Source: an optimization exercise on an open RTL-to-GDS flow (aim: small area and a short achievable clock period). Production flows keep margins and buffers that such runs may drop. At most, simulation tests tie the RTL to the original design; equivalence was not proved. Power figures rest on the tool's default switching activity, not on a simulated workload.

==> job 3717: inputs <==
Design pod_cvt, start of the top module:
module pod_cvt (
    input  wire        clk,
    input  wire        rst,
    input  wire        in_valid,
    input  wire [31:0] in_x,        
    input  wire [3:0]  in_dtype,    
    input  wire        in_sr,       
    input  wire [31:0] in_w,        
    output reg         out_valid,
    output reg  [31:0] out_y,       
    output reg         out_nan      
);
export LEC_CHECK = 0
export ABC_AREA = 1
export CAP_MARGIN = 20
export CORE_MARGIN = 2
export CORE_UTILIZATION = 40
export CTS_BUF_LIST = sky130_fd_sc_hd__clkbuf_8
export SLEW_MARGIN = 20
create_clock -name core_clock -period 18.0 [get_ports {clk}]
standard.sh (not shown) runs the stock make flow with config.mk's settings and CLKGATE_MAP_FILE= SYNTH_SCRIPT=/design/flow/synth_recipe.tcl, a recipe that flattens the netlist after the stock synthesis.
==> flow/flow/run.sh <==
#!/bin/bash
# Own layout flow: ORFS, as standard.sh runs it, with these changes:
#  - synthesis (the same Yosys steps as synth_recipe.tcl, so the registers keep
#    their names and cells) maps the logic with ABC scripts of its own
#    (flow/abc_proc.tcl): the logic feeding the input registers with
#    flow/abc1.script at delay target flow/abc1_delay, the rest with
#    flow/abc.script at flow/abc_delay; Yosys's full-adder extraction is off
#    (ADDER_MAP_FILE empty) so that ABC sees all of the logic;
#  - ports are buffered (the same buffer_ports step) with the cell named in
#    flow/port_buffer;
#  - the layout steps get the make variables in flow/make_vars, if any
#    (optimisation settings such as repair_timing's setup margin).
# Each tool's output goes to a log of its own in this folder.
set -euo pipefail
W=$(pwd)
F=$W/flow
export OWN_ABC_D=$(cat $F/abc_delay)
export OWN_ABC_SCRIPT=$W/own_abc.script
sed "s/{D}/-D $OWN_ABC_D/g" $F/abc.script > $OWN_ABC_SCRIPT
if [[ -f $F/abc1.script ]]; then
  export OWN_ABC1_D=$(cat $F/abc1_delay)
  export OWN_ABC1_SCRIPT=$W/own_abc1.script
  sed "s/{D}/-D $OWN_ABC1_D/g" $F/abc1.script > $OWN_ABC1_SCRIPT
fi
{ head -n 1 $W/synth_recipe.tcl; cat $F/abc_proc.tcl; tail -n +2 $W/synth_recipe.tcl; } > $W/own_synth.tcl
SYN=SYNTH_SCRIPT=$W/own_synth.tcl
# the knobs standard.sh passes on make's command line
KNOBS=$(sed -n 's/^make .*CLKGATE_MAP_FILE= [^ ]* \(.*\) "\${@:-finish}"$/\1/p' $W/standard.sh)
BUF=$(cat $F/port_buffer 2>/dev/null || echo sky130_fd_sc_hd__buf_1)
# extra make variables for the layout steps (optimisation effort only)
EXTRA=$(cat $F/make_vars 2>/dev/null | tr '\n' ' ' || true)
MK="make -C $FLOW_HOME DESIGN_CONFIG=$W/config.mk WORK_HOME=$W/orfs CLKGATE_MAP_FILE="
eval "$MK $SYN $KNOBS ADDER_MAP_FILE= synth" > $W/log_synth.txt 2>&1
eval "$MK $SYN $KNOBS $EXTRA BUFFER_PORTS_ARGS=\"-buffer_cell $BUF\" finish" > $W/log_layout.txt 2>&1
R=$W/orfs/results/$FLOW_PLATFORM/pod_cvt/base
: # left out here: write the final layout as DEF
==> flow/flow/abc.script <==
strash
dc2
strash
dch
map {D}
==> flow/flow/make_vars <==
SETUP_SLACK_MARGIN=12.75
Other scripts of this flow, unchanged in this note and not shown: flow/flow/abc1.script, flow/flow/abc1_delay, flow/flow/abc_delay, flow/flow/abc_proc.tcl, flow/flow/port_buffer
==> job 5862 (differences from job 3717) <==
--- a/flow/design.v
+++ b/flow/design.v
@@ -34,41 +34,54 @@
     wire [5:0] s_e5  = 6'd14 - el;      
     wire [5:0] s_e4  = 6'd21 - el;      
     wire [5:0] s_f4  = 6'd29 - el;      
     wire nrm_h  = (ex >= 8'd113);
     wire nrm_e4 = (ex >= 8'd121);
     wire nrm_f4 = (ex >= 8'd127);
     reg  [5:0] s;
+    reg        zero;     
+    reg        nrm;      
+    reg  [7:0] ef;       
+    reg        eovf;     
     always @(*) begin
-        s = s_int;
-        if (a_h)  s = nrm_h  ? 6'd21 : s_h;
-        if (a_bf) s = 6'd24;
-        if (a_e4) s = nrm_e4 ? 6'd28 : s_e4;
-        if (a_e5) s = nrm_h  ? 6'd29 : s_e5;
-        if (a_f4) s = nrm_f4 ? 6'd30 : s_f4;
-    end
+        s = s_int; zero = (ex1 <= 8'd94); nrm = 1'b0; ef = 8'd0; eovf = 1'b0;
+        if (a_h)  begin s = nrm_h ? 6'd21 : s_h;   zero = (ex1 <= 8'd70); nrm = nrm_h;
+                        ef = {3'd0, ~ex[4], ex[3:0]}; eovf = (ex >= 8'd143); end
+        if (a_bf) begin s = 6'd24;                 zero = 1'b0;           nrm = 1'b1;
+                        ef = ex;                      eovf = 1'b0;           end
+        if (a_e4) begin s = nrm_e4 ? 6'd28 : s_e4; zero = (ex1 <= 8'd85); nrm = nrm_e4;
+                        ef = {4'd0, ~ex[3], ex[2:0]}; eovf = (ex >= 8'd136); end
+        if (a_e5) begin s = nrm_h ? 6'd29 : s_e5;  zero = (ex1 <= 8'd78); nrm = nrm_h;
+                        ef = {3'd0, ~ex[4], ex[3:0]}; eovf = (ex >= 8'd143); end
+        if (a_f4) begin s = nrm_f4 ? 6'd30 : s_f4; zero = (ex1 <= 8'd93); nrm = nrm_f4;
+                        ef = {6'd0, ~ex[1], ex[0]};   eovf = (ex >= 8'd130); end
+    end
+    wire       big  = (ex1 >= 8'd159);
+    wire       huge = (eff & ~mnz) | (a_int & big) | (a_flt & eovf);
     reg        r_valid;
     reg [23:0] r_sig;
     reg        r_sgn;
     reg [5:0]  r_s;
-    reg        r_mnz;
-    reg [7:0]  r_ex;
+    reg        r_zero, r_huge, r_nan;
+    reg [7:0]  r_ef;
     reg [31:0] r_w;
     reg [3:0]  r_dt;
     reg        r_sr;
     always @(posedge clk) begin
         if (rst)
             r_valid <= 1'b0;
         else
             r_valid <= in_valid;
         r_sig  <= {enz, in_x[22:0]};
         r_sgn  <= in_x[31];
         r_s    <= s;
-        r_mnz  <= mnz;
-        r_ex   <= ex;
+        r_zero <= zero;
+        r_huge <= huge;
+        r_nan  <= eff & mnz;
+        r_ef   <= nrm ? ef : 8'd0;
         r_w    <= in_w;
         r_dt   <= in_dtype;
         r_sr   <= in_sr;
     end
     wire t_i4  = (r_dt == 4'd0);
     wire t_i8  = (r_dt == 4'd1);
     wire t_u8  = (r_dt == 4'd2);
@@ -78,30 +91,14 @@
     wire t_e5  = (r_dt == 4'd6);
     wire t_h   = (r_dt == 4'd7);
     wire t_bf  = (r_dt == 4'd8);
     wire t_i32 = (r_dt == 4'd10);
     wire isint = t_i4 | t_i8 | t_u8 | t_u16 | t_i32;
     wire isflt = t_f4 | t_e4 | t_e5 | t_h | t_bf;
     wire sgn   = r_sgn;
-    wire [7:0] rx1   = {r_ex[7:1], r_ex[0] | ~(|r_ex)};
-    wire       r_eff = &r_ex;
-    wire       r_nan = r_eff & r_mnz;
-    wire       r_inf = r_eff & ~r_mnz;
-    reg        r_zero;   
-    reg        r_nrm;    
-    reg        eovf;     
-    always @(*) begin
-        r_zero = (rx1 <= 8'd94); r_nrm = 1'b0; eovf = 1'b0;
-        if (t_h)  begin r_zero = (rx1 <= 8'd70); r_nrm = (r_ex >= 8'd113); eovf = (r_ex >= 8'd143); end
-        if (t_bf) begin r_zero = 1'b0;           r_nrm = 1'b1;             eovf = 1'b0;             end
-        if (t_e4) begin r_zero = (rx1 <= 8'd85); r_nrm = (r_ex >= 8'd121); eovf = (r_ex >= 8'd136); end
-        if (t_e5) begin r_zero = (rx1 <= 8'd78); r_nrm = (r_ex >= 8'd113); eovf = (r_ex >= 8'd143); end
-        if (t_f4) begin r_zero = (rx1 <= 8'd93); r_nrm = (r_ex >= 8'd127); eovf = (r_ex >= 8'd130); end
-    end
-    wire r_huge = r_inf | (isint & (rx1 >= 8'd159)) | (isflt & eovf);
     wire [63:0] v0  = {r_sig, 40'd0};
     wire [63:0] v1  = r_s[0] ? {1'd0,  v0[63:1]}  : v0;
     wire [63:0] v2  = r_s[1] ? {2'd0,  v1[63:2]}  : v1;
     wire [63:0] v3  = r_s[2] ? {4'd0,  v2[63:4]}  : v2;
     wire [63:0] v4  = r_s[3] ? {8'd0,  v3[63:8]}  : v3;
     wire [63:0] v5  = r_s[4] ? {16'd0, v4[63:16]} : v4;
     wire [63:0] v   = r_s[5] ? {32'd0, v5[63:32]} : v5;
@@ -130,16 +127,14 @@
             assign g4[gi] = g3[2*gi+1] | (p3[2*gi+1] & g3[2*gi]);
             assign p4[gi] = p3[2*gi+1] & p3[2*gi];
         end
     endgenerate
     wire up_sr = g4[1] | (p4[1] & g4[0]);
     wire up_ne = f32[31] & ((|f32[30:0]) | n[0]);
     wire up    = r_sr ? up_sr : up_ne;
-    wire [7:0] r_ef = {r_ex[7:5], r_ex[4] ^ (t_h | t_e5), r_ex[3] ^ t_e4, r_ex[2], r_ex[1] ^ t_f4, r_ex[0]}
-                      & {8{r_nrm}};
     reg  [31:0] t;
     always @(*) begin
         t = 32'd0;
         if (isint) t = n ^ {32{sgn}};
         if (t_f4)  t[2:0]  = {r_ef[1:0], n[0]};
         if (t_e4)  t[6:0]  = {r_ef[3:0], n[2:0]};
         if (t_e5)  t[6:0]  = {r_ef[4:0], n[1:0]};
@@ -153,28 +148,27 @@
         assign pa2[gi] = ((gi >> 1) % 2 == 1) ? pa1[gi] & pa1[(gi >> 1 << 1) - 1] : pa1[gi];
         assign pa3[gi] = ((gi >> 2) % 2 == 1) ? pa2[gi] & pa2[(gi >> 2 << 2) - 1] : pa2[gi];
         assign pa4[gi] = ((gi >> 3) % 2 == 1) ? pa3[gi] & pa3[(gi >> 3 << 3) - 1] : pa3[gi];
         assign pa5[gi] = ((gi >> 4) % 2 == 1) ? pa4[gi] & pa4[(gi >> 4 << 4) - 1] : pa4[gi];
     end endgenerate
     wire        cin = up ^ (isint & sgn);
     wire [31:0] r   = t ^ ({32{cin}} & {pa5[30:0], 1'b1});
-    wire o16 = (r_ex >= 8'd143);
-    wire o8  = (r_ex >= 8'd135);
-    wire o7  = (r_ex >= 8'd134);
-    wire o3  = (r_ex >= 8'd130);
-    wire o31 = (r_ex >= 8'd158);
+    wire o16 = |n[31:16];
+    wire o8  = |n[31:8];
+    wire o7  = |n[31:7];
+    wire o3  = |n[31:3];
     wire a3  = &n[2:0];
     wire a7  = &n[6:0];
     wire a8  = &n[7:0];
     wire a16 = &n[15:0];
     wire sat_i = isint & (r_huge | (~r_zero & ((t_i4  & (o3  | (up & a3)))  |
                                                (t_i8  & (o7  | (up & a7)))  |
                                                (t_u8  & (o8  | (up & a8)))  |
                                                (t_u16 & (o16 | (up & a16))) |
-                                               (t_i32 & o31))));
+                                               (t_i32 & n[31]))));
     wire of_a = (t_e4 & (&t[6:0]));
     wire of_c = (t_f4 & (&t[2:0])) |
                 (t_e4 & (&t[6:1])) |
                 (t_e5 & (t[6:2] == 5'b11110) & (&t[1:0])) |
                 (t_h  & (t[14:10] == 5'b11110) & (&t[9:0])) |
                 (t_bf & (t[14:7] == 8'hFE) & (&t[6:0]));
     wire ovf_f = isflt & (r_huge | (~r_zero & (of_a | (cin & of_c))));
==> flow/flow/run.sh (replaced) <==
#!/bin/bash
# Own layout flow: ORFS, as standard.sh runs it, with these changes:
#  - synthesis (the same Yosys steps as synth_recipe.tcl, so the registers keep
#    their names and cells) maps the logic with ABC scripts of its own
#    (flow/abc_proc.tcl): the logic feeding the input registers with
#    flow/abc1.script at delay target flow/abc1_delay, the rest with
#    flow/abc.script at flow/abc_delay; Yosys's full-adder extraction is off
#    (ADDER_MAP_FILE empty) so that ABC sees all of the logic;
#  - ports are buffered (the same buffer_ports step) with the cell named in
#    flow/port_buffer.
# Each tool's output goes to a log of its own in this folder.
set -euo pipefail
W=$(pwd)
F=$W/flow
export OWN_ABC_D=$(cat $F/abc_delay)
export OWN_ABC_SCRIPT=$W/own_abc.script
sed "s/{D}/-D $OWN_ABC_D/g" $F/abc.script > $OWN_ABC_SCRIPT
if [[ -f $F/abc1.script ]]; then
  export OWN_ABC1_D=$(cat $F/abc1_delay)
  export OWN_ABC1_SCRIPT=$W/own_abc1.script
  sed "s/{D}/-D $OWN_ABC1_D/g" $F/abc1.script > $OWN_ABC1_SCRIPT
fi
{ head -n 1 $W/synth_recipe.tcl; cat $F/abc_proc.tcl; tail -n +2 $W/synth_recipe.tcl; } > $W/own_synth.tcl
SYN=SYNTH_SCRIPT=$W/own_synth.tcl
# the knobs standard.sh passes on make's command line
KNOBS=$(sed -n 's/^make .*CLKGATE_MAP_FILE= [^ ]* \(.*\) "\${@:-finish}"$/\1/p' $W/standard.sh)
BUF=$(cat $F/port_buffer 2>/dev/null || echo sky130_fd_sc_hd__buf_1)
MK="make -C $FLOW_HOME DESIGN_CONFIG=$W/config.mk WORK_HOME=$W/orfs CLKGATE_MAP_FILE="
eval "$MK $SYN $KNOBS ADDER_MAP_FILE= synth" > $W/log_synth.txt 2>&1
eval "$MK $SYN $KNOBS BUFFER_PORTS_ARGS=\"-buffer_cell $BUF\" finish" > $W/log_layout.txt 2>&1
R=$W/orfs/results/$FLOW_PLATFORM/pod_cvt/base
: # left out here: write the final layout as DEF
==> flow/flow/abc.script (replaced) <==
strash
dc2
strash
dch
map {D}
buffer -p
upsize {D}
dnsize {D}
--- a/flow/config.mk
+++ b/flow/config.mk
@@ -5,9 +5,8 @@
 export SDC_FILE = /design/flow/constraint.sdc
 export NUM_CORES = 4
 export LEC_CHECK = 0
 export ABC_AREA = 1
 export CAP_MARGIN = 20
 export CORE_MARGIN = 2
 export CORE_UTILIZATION = 40
-export CTS_BUF_LIST = sky130_fd_sc_hd__clkbuf_8
 export SLEW_MARGIN = 20
removed: flow/flow/make_vars
==> job 424 (differences from job 3717) <==
--- a/flow/design.v
+++ b/flow/design.v
@@ -153,28 +153,27 @@
         assign pa2[gi] = ((gi >> 1) % 2 == 1) ? pa1[gi] & pa1[(gi >> 1 << 1) - 1] : pa1[gi];
         assign pa3[gi] = ((gi >> 2) % 2 == 1) ? pa2[gi] & pa2[(gi >> 2 << 2) - 1] : pa2[gi];
         assign pa4[gi] = ((gi >> 3) % 2 == 1) ? pa3[gi] & pa3[(gi >> 3 << 3) - 1] : pa3[gi];
         assign pa5[gi] = ((gi >> 4) % 2 == 1) ? pa4[gi] & pa4[(gi >> 4 << 4) - 1] : pa4[gi];
     end endgenerate
     wire        cin = up ^ (isint & sgn);
     wire [31:0] r   = t ^ ({32{cin}} & {pa5[30:0], 1'b1});
-    wire o16 = (r_ex >= 8'd143);
-    wire o8  = (r_ex >= 8'd135);
-    wire o7  = (r_ex >= 8'd134);
-    wire o3  = (r_ex >= 8'd130);
-    wire o31 = (r_ex >= 8'd158);
+    wire o16 = |n[31:16];
+    wire o8  = |n[31:8];
+    wire o7  = |n[31:7];
+    wire o3  = |n[31:3];
     wire a3  = &n[2:0];
     wire a7  = &n[6:0];
     wire a8  = &n[7:0];
     wire a16 = &n[15:0];
     wire sat_i = isint & (r_huge | (~r_zero & ((t_i4  & (o3  | (up & a3)))  |
                                                (t_i8  & (o7  | (up & a7)))  |
                                                (t_u8  & (o8  | (up & a8)))  |
                                                (t_u16 & (o16 | (up & a16))) |
-                                               (t_i32 & o31))));
+                                               (t_i32 & n[31]))));
     wire of_a = (t_e4 & (&t[6:0]));
     wire of_c = (t_f4 & (&t[2:0])) |
                 (t_e4 & (&t[6:1])) |
                 (t_e5 & (t[6:2] == 5'b11110) & (&t[1:0])) |
                 (t_h  & (t[14:10] == 5'b11110) & (&t[9:0])) |
                 (t_bf & (t[14:7] == 8'hFE) & (&t[6:0]));
     wire ovf_f = isflt & (r_huge | (~r_zero & (of_a | (cin & of_c))));
==> flow/flow/abc.script (replaced) <==
strash
dc2
strash
dch
map {D}
buffer -p
upsize {D}
dnsize {D}
--- a/flow/config.mk
+++ b/flow/config.mk
@@ -6,8 +6,9 @@
 export NUM_CORES = 4
 export LEC_CHECK = 0
 export ABC_AREA = 1
 export CAP_MARGIN = 20
 export CORE_MARGIN = 2
 export CORE_UTILIZATION = 40
 export CTS_BUF_LIST = sky130_fd_sc_hd__clkbuf_8
+export CTS_CLUSTER_SIZE = 40
 export SLEW_MARGIN = 20
==> job 3720 (differences from job 3717) <==
==> flow/flow/abc.script (replaced) <==
strash
dc2
strash
dch
map {D}
buffer -p
upsize {D}
dnsize {D}
==> comparison table <==
item                                                                    job 3720             job 3717    job 5862              job 424
Startpoint class of the critical path                                  input pin            input pin    register            input pin
H-tree level count                                                             3                    3           4                    3
Pin count of the biggest net entering global routing                          51                   51          46                   47
Sequential power share                                                     37.3%                38.8%       31.3%                38.2%
Highest net fanout along the worst path                                        6                    6          29                    8
Via count of the first global-routing pass                                  7575                 7591        8038                 7694
Post-detailed-placement cell area                                       8304 um2             8230 um2    8374 um2             8439 um2
Relative area of non-clock buffer cells in the final design               8.584%               7.545%      4.973%               6.188%
Main power group                                             combinational logic  combinational logic       clock  combinational logic
First element of the critical path                                      in_x[30]             in_x[30]      r_s[1]             in_x[27]
Result of the run                                       timing/DRC/antenna clean  timing/DRC/antenna clean  timing/DRC/antenna clean  timing/DRC/antenna clean
Mux share of post-synthesis cell area                                    0.6647%              0.6880%      1.026%               1.686%
Post-CTS resize count                                                         16                   20           0                    3
Routed length per instance                                              15.90 um             15.68 um    15.89 um             15.23 um
Buffers outside the clock class                                              148                  137         112                  122
Max Clk Rate                                                          0.1966 GHz           0.2011 GHz  0.1622 GHz           0.2032 GHz
Compound-Gate Fraction of Synth Area                                      25.78%               26.65%      25.05%               24.38%
Final period demand of the worst path                                    5086 ps              4972 ps     6166 ps              4922 ps
CTS sink cnt                                                                 112                  112         114                  112
CP Data Required Time                                                   18270 ps             18290 ps    18280 ps             18260 ps
Setup slack of the worst register-to-register path                      12980 ps             13040 ps    11830 ps             13180 ps
Cell with the largest stage delay on the worst path                      o21ai_0              o21ai_0     dfxtp_1              a41oi_1
Dpl hpwl                                                                19010 um             19120 um    20110 um             19600 um
Function not checked in job 3717 and job 3720: the RTL went through the layout flow alone.

==> static timing again, ports no longer ideal <==
How much do the figures lean on ideal ports? The routed layouts below were timed once more, with nothing changed but the port constraints. Step 1: set_driving_cell puts a clkbuf_16 on clk and a buf_2 on each other input, an assumption about the parent block. Step 2, shift: input delay + t, output delay - t, t = (earliest + latest rising clock arrival at the registers) / 2. This alone moves slack from input paths to output paths. a / b / c = ideal / step 1 / step 2; a / b = the first two.
| run | shift t [ns] | setup WS [ns] | latest minus earliest clock arrival (ns) | worst register clock-pin slew, ns |
|---|---|---|---|---|
| job 3717 | 0.437 | 13.028 / 13.038 / 12.605 | 0.017 / 0.016 | 0.12 / 0.12 |
| job 5862 | 0.475 | 11.834 / 11.834 / 11.834 | 0.013 / 0.013 | 0.07 / 0.07 |
| job 424 | 0.432 | 13.078 / 13.096 / 12.664 | 0.015 / 0.014 | 0.11 / 0.11 |
| job 3720 | 0.433 | 12.915 / 12.927 / 12.494 | 0.016 / 0.016 | 0.11 / 0.11 |
After both steps setup and hold are still met in every run listed. The setup slack of job 3717, which loses most, moves by +0.010 ns with the drivers and by -0.423 ns with both steps.
